From an optimization exercise on the open Yosys and OpenROAD flow, aimed at small area, a short achievable clock period and few clock cycles per item; shortcuts taken in it are not production practice.
In this exercise RTL edits were held to simulation tests only and were not proved equivalent to the original.
Power figures rest on the tool's default switching activity, not on a simulated workload.

==> inputs of wip/sierra <==
Design olx_fpu32, start of the top module:
module olx_fpu32 (
    input  wire        clk,
    input  wire        rst,
    input  wire        in_valid,
    output wire        in_ready,
    input  wire [3:0]  in_op,
    input  wire [31:0] in_a,
    input  wire [31:0] in_b,
    input  wire [31:0] in_c,
    output reg         out_valid,
    output reg  [31:0] out_result
);
clock: 32.0 ns
lec_check: 0
cap_margin: 20
core_margin: 2
core_utilization: 40
slew_margin: 20
run.sh (not shown) runs the stock make flow with config.mk's settings and CLKGATE_MAP_FILE= SYNTH_SCRIPT=/design/flow/synth_recipe.tcl, a recipe that flattens the netlist after the stock synthesis.
==> wip/raven: changes against wip/sierra <==
- ABC_AREA: not set -> 1
==> run summary <==
|  | wip/raven | wip/sierra |
|---|---|---|
| Sequential power share | 0.152 | 0.168 |
| Die boundary height | 365.2 um | 351.8 um |
| Worst Setup Slack, final | 23230 ps | 22980 ps |
| Run status | complete, no violations | complete, no violations |
| Critical path startpoint category | primary input | flop |
| Final period util | 0.2739 | 0.2819 |
| Static Leak | 31.29 nW | 22.90 nW |
| Measured slew at the worst slew-check pin | 1189 ps | 1245 ps |
| Min cycle time layout | 8766 ps | 9020 ps |
| Non-clk buf share | 0.03585 | 0.04166 |
| Most common library cell in the layout ignoring fill and taps | nand2_1 | inv_1 |
| Xor/xnor share of the synthesized area | 0.02551 | 0.03944 |
| Total non-filler cell area in the finished layout | 0.05706 sq mm | 0.05352 sq mm |
| Cell Count, Final, Fillers Out | 9520 | 7477 |
| Core area | 0.1295 sq mm | 0.1200 sq mm |
| Startpoint of the lowest-slack register-to-register path | b0[24] | b0[28] |
| First-pass GRT wire length | 311.6 mm | 287.2 mm |
| Post-Synth Adder-Cell Area | 0.2576 | 0.2781 |
| Initial Util | 0.4031 | 0.4033 |
| Post-synthesis instance area | 0.05219 sq mm | 0.04838 sq mm |
Testbench counts of wip/sierra, summed over its fixed seeds: cycles 80,016, items 80,000.
Testbench counts of wip/raven, summed over its fixed seeds: cycles 80,016, items 80,000.

* * *

==> job 8905 <==
olx_fpu32, a different RTL version from the one above (not shown whole).
export LEC_CHECK = 0
export CAP_MARGIN = 20
export CORE_MARGIN = 2
export CORE_UTILIZATION = 65
export PLACE_DENSITY = 0.75
export SLEW_MARGIN = 20
export SYNTH_HIERARCHICAL = 1
create_clock -name core_clock -period 32.0 [get_ports {clk}]
standard.sh (not shown) runs the stock make flow with config.mk's settings and CLKGATE_MAP_FILE= SYNTH_SCRIPT=/design/flow/synth_recipe.tcl, a recipe that flattens the netlist after the stock synthesis.
==> flow/flow/run.sh <==
#!/bin/bash
# Standard layout (the standard.sh, all steps), with the port buffers that
# ORFS inserts during placement made of buf_2 cells instead of the default.
set -e
export BUFFER_PORTS_ARGS="-buffer_cell sky130_fd_sc_hd__buf_2"
bash standard.sh > standard_flow.log 2>&1
==> inputs of job 3684, as changes to job 8905 <==
--- a/flow/design.v
+++ b/flow/design.v
@@ -69,25 +69,23 @@
     wire [8:0]  eab = {1'b0, ea} + {1'b0, eb};                    
     wire        p_tiny = (eab <= 9'd101);                          
     wire [10:0] sh_raw = {3'b0, xa} + {3'b0, xb} + {3'b111, ~xc} +
                          {10'b0, xa_z} + {10'b0, xb_z} + {10'b0, ~xc_z} - 11'd100;
     wire        sh_neg = sh_raw[10];
     wire [6:0]  sh = sh_neg ? 7'd0 : (sh_raw[9:7] != 3'b0) ? 7'd127 : sh_raw[6:0];
     wire [8:0]  es = sh_neg ? {1'b0, ec} - 9'd1 : eab - 9'd101;
-    wire        sh_big = ~sh_neg & (sh_raw[9:7] != 3'b0);
-    wire [100:0] cw = {mc, 77'b0} >> sh_raw[6:0];
-    wire [75:0] cwin = sh_neg ? {mc, 52'b0} : sh_big ? 76'd0 : cw[100:25];
+    wire [100:0] cw = {mc, 77'b0} >> sh;
     reg  [23:0] cmask;
     integer j;
     always @* begin
         for (j = 0; j < 24; j = j + 1)
             cmask[j] = (sh >= 53 + j);
     end
     wire        c_st = |(mc & cmask);
-    wire [76:0] c_al = {cwin, c_st};
+    wire [76:0] c_al = {cw[100:25], c_st};
     wire [77:0] crow_n = {1'b1, c_al ^ {77{~eff_sub}}};
     wire [77:0] t_s, t_k;
     wire [23:0] u_csa_ma = ma;
     wire [23:0] u_csa_mb = mb;
     wire [77:0] u_csa_crow = crow_n;
     wire [77:0] u_csa_s;
     wire [77:0] u_csa_k;
==> inputs of job 6480, as changes to job 8905 <==
--- a/flow/design.v
+++ b/flow/design.v
@@ -69,25 +69,23 @@
     wire [8:0]  eab = {1'b0, ea} + {1'b0, eb};                    
     wire        p_tiny = (eab <= 9'd101);                          
     wire [10:0] sh_raw = {3'b0, xa} + {3'b0, xb} + {3'b111, ~xc} +
                          {10'b0, xa_z} + {10'b0, xb_z} + {10'b0, ~xc_z} - 11'd100;
     wire        sh_neg = sh_raw[10];
     wire [6:0]  sh = sh_neg ? 7'd0 : (sh_raw[9:7] != 3'b0) ? 7'd127 : sh_raw[6:0];
     wire [8:0]  es = sh_neg ? {1'b0, ec} - 9'd1 : eab - 9'd101;
-    wire        sh_big = ~sh_neg & (sh_raw[9:7] != 3'b0);
-    wire [100:0] cw = {mc, 77'b0} >> sh_raw[6:0];
-    wire [75:0] cwin = sh_neg ? {mc, 52'b0} : sh_big ? 76'd0 : cw[100:25];
+    wire [100:0] cw = {mc, 77'b0} >> sh;
     reg  [23:0] cmask;
     integer j;
     always @* begin
         for (j = 0; j < 24; j = j + 1)
             cmask[j] = (sh >= 53 + j);
     end
     wire        c_st = |(mc & cmask);
-    wire [76:0] c_al = {cwin, c_st};
+    wire [76:0] c_al = {cw[100:25], c_st};
     wire [77:0] crow_n = {1'b1, c_al ^ {77{~eff_sub}}};
     wire [77:0] t_s, t_k;
     wire [23:0] u_csa_ma = ma;
     wire [23:0] u_csa_mb = mb;
     wire [77:0] u_csa_crow = crow_n;
     wire [77:0] u_csa_s;
     wire [77:0] u_csa_k;
==> flow/run.sh (new file) <==
#!/bin/bash
# synth_recipe.tcl (not shown) runs the flow's synth.tcl, then flattens the netlist and writes it again
# the make line also repeats each setting of config.mk as NAME=value (left out here)
make -C /OpenROAD-flow-scripts/flow DESIGN_CONFIG=/design/flow/config.mk WORK_HOME=/design/flow/orfs CLKGATE_MAP_FILE= SYNTH_SCRIPT=/design/flow/synth_recipe.tcl finish
removed: flow/flow/run.sh
removed: flow/standard.sh
==> qor summary <==
item                                                                                             job 6480           job 3684        job 8905
Comb pwr share                                                                                      0.733              0.727           0.695
Result of the run                                                                          finished clean     finished clean  finished clean
Post-synth cell types                                                                                 100                100              98
Final non-clock buffer share                                                                      0.04167            0.02754         0.02756
Number of global-route vias before repair                                                           40300              40230           37540
Basic-gate share of the synthesized area counting and, or, nand and nor cells                      0.1806             0.1806          0.1736
Violation count after the first detailed-routing iteration                                           6222               5846            5552
Net Switching                                                                                  0.003260 W         0.003175 W      0.002638 W
Post-route total power                                                                         0.005982 W         0.005859 W      0.005129 W
Clock Latency Late Sink                                                                           0.63 ns            0.64 ns         0.62 ns
Maximum number of pins on one net before global-route repair                                           87                 97              92
Wire length of the first global-routing pass                                                    241600 µm          242500 µm       226900 µm
Total buffers and inverters traversed by the critical path                                              1                  2               1
Post-synthesis share of cell area spent on full adders, half adders and majority gates             0.3109             0.3109          0.3200
Worst flop-to-flop path startpoint                                                      b0[23]$_SDFF_PP1_  b0[23]$_SDFF_PP1_   s1[8]$_DFF_P_
Die X-Extent                                                                                     262.7 µm           262.7 µm        259.3 µm
Post-Synthesis Net Count                                                                             5932               5932            5705
Comb_multi_in                                                                                        3932               3932            3713
Core occupancy in the finished layout                                                              0.7126             0.7023          0.7014
Synthesized area per cell                                                                       8.554 µm²          8.554 µm²       8.724 µm²
Testbench counts of job 8905, summed over its fixed seeds: cycles 80,016, items 80,000.
Testbench counts of job 3684, summed over its fixed seeds: cycles 80,016, items 80,000.
Testbench counts of job 6480, summed over its fixed seeds: cycles 80,016, items 80,000.

-- static timing again, ports no longer ideal --
The results above use ideal ports. As a check the final layouts listed here were re-extracted and re-timed, cells and wires unchanged.
Step 1, drivers: a clkbuf_16 drives clk and a buf_2 each remaining input, both assumed.
Step 2, shift: input delay + t, output delay - t, t = (earliest + latest rising clock arrival at the registers) / 2. This alone moves slack from input paths to output paths.
a / b / c = ideal ports / drivers / drivers and shift; a / b = the first two.
run	t (ns)	setup slack, ns	worst setup path after step 2
wip/sierra	0.740	22.980 / 22.980 / 22.980	register to register
wip/raven	0.744	23.234 / 23.278 / 22.533	input to register
job 8905	0.672	24.538 / 24.470 / 24.424	input to register
job 3684	0.682	24.198 / 24.198 / 24.092	input to register
job 6480	0.673	24.136 / 24.066 / 23.737	input to register
After both steps setup and hold are still met in every run listed. For wip/raven, which loses most, drivers alone change the setup slack by +0.044 ns; drivers and shift together by -0.701 ns.
